From an optimization exercise on the open Yosys and OpenROAD flow, aimed at small area, a short achievable clock period and few clock cycles per item; shortcuts taken in it are not production practice.
The RTL was checked by simulation tests, not by an equivalence proof against the original design.
No driver is modelled on the clock port, so clocking that relies on it looks cheaper here than on a real chip.
No activity file was given, so power comes from the tool's default toggle rates.

## bfp_compress
module bfp_compress (
    input  wire        clk,
    input  wire        rst,          
    input  wire        in_valid,
    output wire        in_ready,
    input  wire [1:0]  in_fmt,       
    input  wire [23:0] in_i,
    input  wire [23:0] in_q,
    output wire        out_valid,
    input  wire        out_ready,
    output wire [7:0]  out_data,
    output wire        out_last
);
Settings: LEC_CHECK=0, CAP_MARGIN=20, CORE_MARGIN=2, CORE_UTILIZATION=60, PLACE_DENSITY=0.7, SLEW_MARGIN=20; clock period 12.5 ns.
standard.sh (not shown) runs the stock make flow with config.mk's settings and CLKGATE_MAP_FILE= SYNTH_SCRIPT=/design/flow/synth_recipe.tcl, a recipe that flattens the netlist after the stock synthesis.
==> flow/flow/run.sh <==
#!/bin/bash
# Standard ORFS layout (bash standard.sh) with these changes:
#  - port buffers placed by flow/ports.tcl (buf_1 on inputs, buf_4 on outputs)
#  - clock tree without dummy loads, larger sink clusters
#  - repair_timing aimed at a setup slack of 9.2 ns
# All tool output goes to make_finish.log (ORFS keeps per-step logs under orfs/logs).
set -euo pipefail
export DONT_BUFFER_PORTS=1
export PRE_GLOBAL_PLACE_TCL="$PWD/flow/ports.tcl"
export CTS_ARGS="-sink_clustering_enable -repair_clock_nets -dont_use_dummy_load -sink_clustering_size 25 -sink_clustering_max_diameter 100 -buf_list {sky130_fd_sc_hd__clkbuf_8 sky130_fd_sc_hd__clkbuf_16}"
export SETUP_SLACK_MARGIN=9.2
bash standard.sh > make_finish.log 2>&1
==> flow/flow/ports.tcl <==
# Port buffers: small buffers on the inputs, buf_4 on the outputs.
buffer_ports -inputs -buffer_cell sky130_fd_sc_hd__buf_1
buffer_ports -outputs -buffer_cell sky130_fd_sc_hd__buf_4
The starting point completed with no timing, DRC or antenna violations.
Testbench counts at the start, summed over its fixed seeds: cycles 17,451, blocks 480.
==> next run, changes <==
==> flow/flow/run.sh (replaced) <==
#!/bin/bash
set -euo pipefail
export BUFFER_PORTS_ARGS="-buffer_cell sky130_fd_sc_hd__buf_4"
export CTS_ARGS="-sink_clustering_enable -repair_clock_nets -dont_use_dummy_load -sink_clustering_size 30 -sink_clustering_max_diameter 120 -buf_list {sky130_fd_sc_hd__clkbuf_8 sky130_fd_sc_hd__clkbuf_16}"
export SETUP_SLACK_MARGIN=9.2
bash standard.sh > make_finish.log 2>&1
removed: flow/flow/ports.tcl
Effect: Synthesized cell count does not change. Setup slack gets worse by 0.077 ns. Synthesized area does not change. Final cell count went up by 3.4%. Routed wire length went up by 2.2%. Via count went up by 2.2%.
==> next run, changes <==
==> flow/flow/run.sh (replaced) <==
#!/bin/bash
set -euo pipefail
export BUFFER_PORTS_ARGS="-buffer_cell sky130_fd_sc_hd__buf_4"
export CTS_ARGS="-sink_clustering_enable -repair_clock_nets -dont_use_dummy_load -sink_clustering_size 25 -sink_clustering_max_diameter 100 -buf_list {sky130_fd_sc_hd__clkbuf_8 sky130_fd_sc_hd__clkbuf_16}"
bash standard.sh > make_finish.log 2>&1
Wire length is lower by 2.5%.
Final cell count came out lower by 1.4%.
Die area does not change.
Worst hold slack got worse by 0.027 ns.
Clock power came out higher by 11%.
Combinational power shrinks by 8.7%.
Power rises by 1.5%.
Core utilization is lower by 0.92 points.
==> next run, changes <==
==> flow/flow/run.sh (replaced) <==
#!/bin/bash
# Standard ORFS layout (bash standard.sh) with these changes:
#  - port buffers are buf_1 cells (the timing repair upsizes the ones on
#    critical paths) instead of the resizer's default choice
#  - clock tree without dummy loads, with larger sink clusters
#  - repair_timing aims at a setup slack of 9.0 ns
# make's output goes to make_finish.log; ORFS keeps per-step logs under orfs/logs.
set -euo pipefail
export BUFFER_PORTS_ARGS="-buffer_cell sky130_fd_sc_hd__buf_1"
export CTS_ARGS="-sink_clustering_enable -repair_clock_nets -dont_use_dummy_load -sink_clustering_size 25 -sink_clustering_max_diameter 100 -buf_list {sky130_fd_sc_hd__clkbuf_8 sky130_fd_sc_hd__clkbuf_16}"
export SETUP_SLACK_MARGIN=9.0
bash standard.sh > make_finish.log 2>&1
After rerunning: Sequential power barely changes; synthesized cell count stays the same; first-iteration DRC count came out higher by a few percent.

== job 101 ==
bfp_compress, a different RTL version from the one above (not shown whole).
Size in the first run: ~1,800 cells after synthesis, ~500 flip-flops, roughly 65 I/O pins, ~23,000 sq um of cells after synthesis.
==> flow/config.mk <==
export PLATFORM = sky130hd
export DESIGN_NAME = bfp_compress
export DESIGN_NICKNAME = bfp_compress
export VERILOG_FILES = /design/flow/design.v
export SDC_FILE = /design/flow/constraint.sdc
export NUM_CORES = 4
export LEC_CHECK = 0
export CAP_MARGIN = 20
export CORE_MARGIN = 2
export CORE_UTILIZATION = 52
export PLACE_DENSITY = 0.65
export SLEW_MARGIN = 20
==> flow/constraint.sdc <==
create_clock -name core_clock -period 12.5 [get_ports {clk}]
set_input_delay 2.5000 -clock core_clock [delete_from_list [all_inputs] [get_ports {clk}]]
set_output_delay 2.5000 -clock core_clock [all_outputs]
set_load 0.01 [all_outputs]
==> flow/flow/run.sh <==
#!/bin/bash
# Standard ORFS layout (bash standard.sh) with these changes:
#  - port buffers are buf_1 cells (the timing repair upsizes the ones on
#    critical paths) instead of the resizer's default choice
#  - clock tree without dummy loads, with larger sink clusters
#  - repair_timing aims at a setup slack of 8.93 ns
# make's output goes to make_finish.log; ORFS keeps per-step logs under orfs/logs.
set -euo pipefail
export BUFFER_PORTS_ARGS="-buffer_cell sky130_fd_sc_hd__buf_1"
export CTS_ARGS="-sink_clustering_enable -repair_clock_nets -dont_use_dummy_load -sink_clustering_size 25 -sink_clustering_max_diameter 100 -buf_list {sky130_fd_sc_hd__clkbuf_8 sky130_fd_sc_hd__clkbuf_16}"
export SETUP_SLACK_MARGIN=8.93
bash standard.sh > make_finish.log 2>&1
Job 101 ended with every stage complete and zero timing, DRC or antenna violations.
Testbench counts of job 101, summed over its fixed seeds: cycles 17,443, blocks 480.
What job 102 does differently from job 101 at the input level:
--- a/flow/flow/run.sh
+++ b/flow/flow/run.sh
@@ -5,2 +5,3 @@
 #  - clock tree without dummy loads, with larger sink clusters
+#  - output port buffers set to buf_4 after clock tree synthesis (flow/post_cts.tcl)
 #  - repair_timing aims at a setup slack of 8.93 ns
@@ -9,4 +10,5 @@
 export BUFFER_PORTS_ARGS="-buffer_cell sky130_fd_sc_hd__buf_1"
-export CTS_ARGS="-sink_clustering_enable -repair_clock_nets -dont_use_dummy_load -sink_clustering_size 25 -sink_clustering_max_diameter 100 -buf_list {sky130_fd_sc_hd__clkbuf_8 sky130_fd_sc_hd__clkbuf_16}"
+export CTS_ARGS="-sink_clustering_enable -repair_clock_nets -dont_use_dummy_load -sink_clustering_size 25 -sink_clustering_max_diameter 100 -buf_list {sky130_fd_sc_hd__clkbuf_4 sky130_fd_sc_hd__clkbuf_16}"
 export SETUP_SLACK_MARGIN=8.93
+export POST_CTS_TCL="$PWD/flow/post_cts.tcl"
 bash standard.sh > make_finish.log 2>&1
==> flow/flow/post_cts.tcl (new file) <==
# Resize the buffer that drives each output port to buf_4 (same footprint),
# then re-legalize the placement.
set block [ord::get_db_block]
foreach bterm [$block getBTerms] {
  if {[$bterm getIoType] != "OUTPUT"} { continue }
  set net [$bterm getNet]
  foreach iterm [$net getITerms] {
    if {![$iterm isOutputSignal]} { continue }
    set inst [$iterm getInst]
    set master [[$inst getMaster] getName]
    if {[string match "sky130_fd_sc_hd__*buf_*" $master]} {
      puts "output buffer [$inst getName] $master -> sky130_fd_sc_hd__buf_4"
      replace_cell [get_cells [$inst getName]] sky130_fd_sc_hd__buf_4
    }
  }
}
detailed_placement
check_placement -verbose
--- a/flow/config.mk
+++ b/flow/config.mk
@@ -9,4 +9,4 @@
 export CORE_MARGIN = 2
-export CORE_UTILIZATION = 52
-export PLACE_DENSITY = 0.65
+export CORE_UTILIZATION = 60
+export PLACE_DENSITY = 0.7
 export SLEW_MARGIN = 20
--- outcome ---
out_data[4] as the capturing element of the worst setup path was reported by job 102, and out_data[3] by job 101. Relative to job 101, via count has gone up in job 102. Going from job 101 to job 102, total power of the final layout neither gained nor lost much, final non-filler cell total lost 88, tap cell instance count lost 81, power in combinational cells lost about 3%. Job 102 and job 101 ended up with roughly the same fraction of cell area in non-clock buffers. Looking at the reports, job 102 completed the entire flow and the layout it produced met the timing, DRC and antenna checks. Number of ordinary and repair buffers in the finished layout ends up higher on job 101. Diff job 101..job 102 | internal cell power | negligible.
Input-level comparison between job 103 and job 102:
==> flow/flow/run.sh <==
#!/bin/bash
# Standard ORFS layout (bash standard.sh) with these changes:
#  - port buffers are buf_1 cells (the timing repair upsizes the ones on
#    critical paths) instead of the resizer's default choice
#  - clock tree without dummy loads, with larger sink clusters
#  - repair_timing aims at a setup slack of 8.93 ns
# make's output goes to make_finish.log; ORFS keeps per-step logs under orfs/logs.
set -euo pipefail
export BUFFER_PORTS_ARGS="-buffer_cell sky130_fd_sc_hd__buf_1"
export CTS_ARGS="-sink_clustering_enable -repair_clock_nets -dont_use_dummy_load -sink_clustering_size 25 -sink_clustering_max_diameter 100 -buf_list {sky130_fd_sc_hd__clkbuf_8 sky130_fd_sc_hd__clkbuf_16}"
export SETUP_SLACK_MARGIN=8.93
bash standard.sh > make_finish.log 2>&1
--- a/flow/config.mk
+++ b/flow/config.mk
@@ -9,4 +9,4 @@
 export CORE_MARGIN = 2
-export CORE_UTILIZATION = 60
-export PLACE_DENSITY = 0.7
+export CORE_UTILIZATION = 70
+export PLACE_DENSITY = 0.8
 export SLEW_MARGIN = 20
removed: flow/flow/post_cts.tcl
## What came out
- Job 102 and job 103 ended up with nearly the same number of logic inverters in the finished layout.
- Comparing job 102 and job 103, the higher detailed-route wire length was measured on job 103.
- Number of cells on the worst reg-to-reg path: higher on job 103
- The lower area added between synthesis and finish came out of job 103.
- On internal power consumption, job 102 and job 103 are basically level.
- [compare] base=job 102 new=job 103: headroom to the max-slew limit went up by 3.7 points; core area lower.

## re-timing with driven ports
How much do the figures lean on ideal ports? The routed layouts below were timed once more, with nothing changed but the port constraints.
Step 1: set_driving_cell puts a clkbuf_16 on clk and a buf_2 on each other input, an assumption about the parent block.
Step 2 moves the port delays by t, midway between the first and last clock arrival at a register: inputs arrive t later, outputs are due t later. That takes back most of the time a late clock gives input paths.
a / b / c = ideal ports / drivers / drivers and shift; a / b = the first two.
run	t, ns	setup WS [ns]	worst data-port slew with drivers (ns)	cell pins on the clock port's net
the first run of note 1	0.605	8.987 / 8.932 / 8.921	0.65	1
the second run of note 1	0.597	8.910 / 8.855 / 8.925	0.05	1
the third run of note 1	0.619	8.144 / 8.144 / 8.144	0.04	1
the fourth run of note 1	0.615	8.928 / 8.868 / 8.790	0.05	1
job 101	0.603	8.945 / 8.884 / 8.608	0.04	1
job 102	0.593	8.929 / 8.871 / 8.521	0.05	1
job 103	0.595	8.956 / 8.905 / 8.653	0.08	1
After both steps every run listed still meets setup and hold. The setup slack of job 102, which loses most, moves by -0.058 ns with the drivers and by -0.408 ns with both steps.
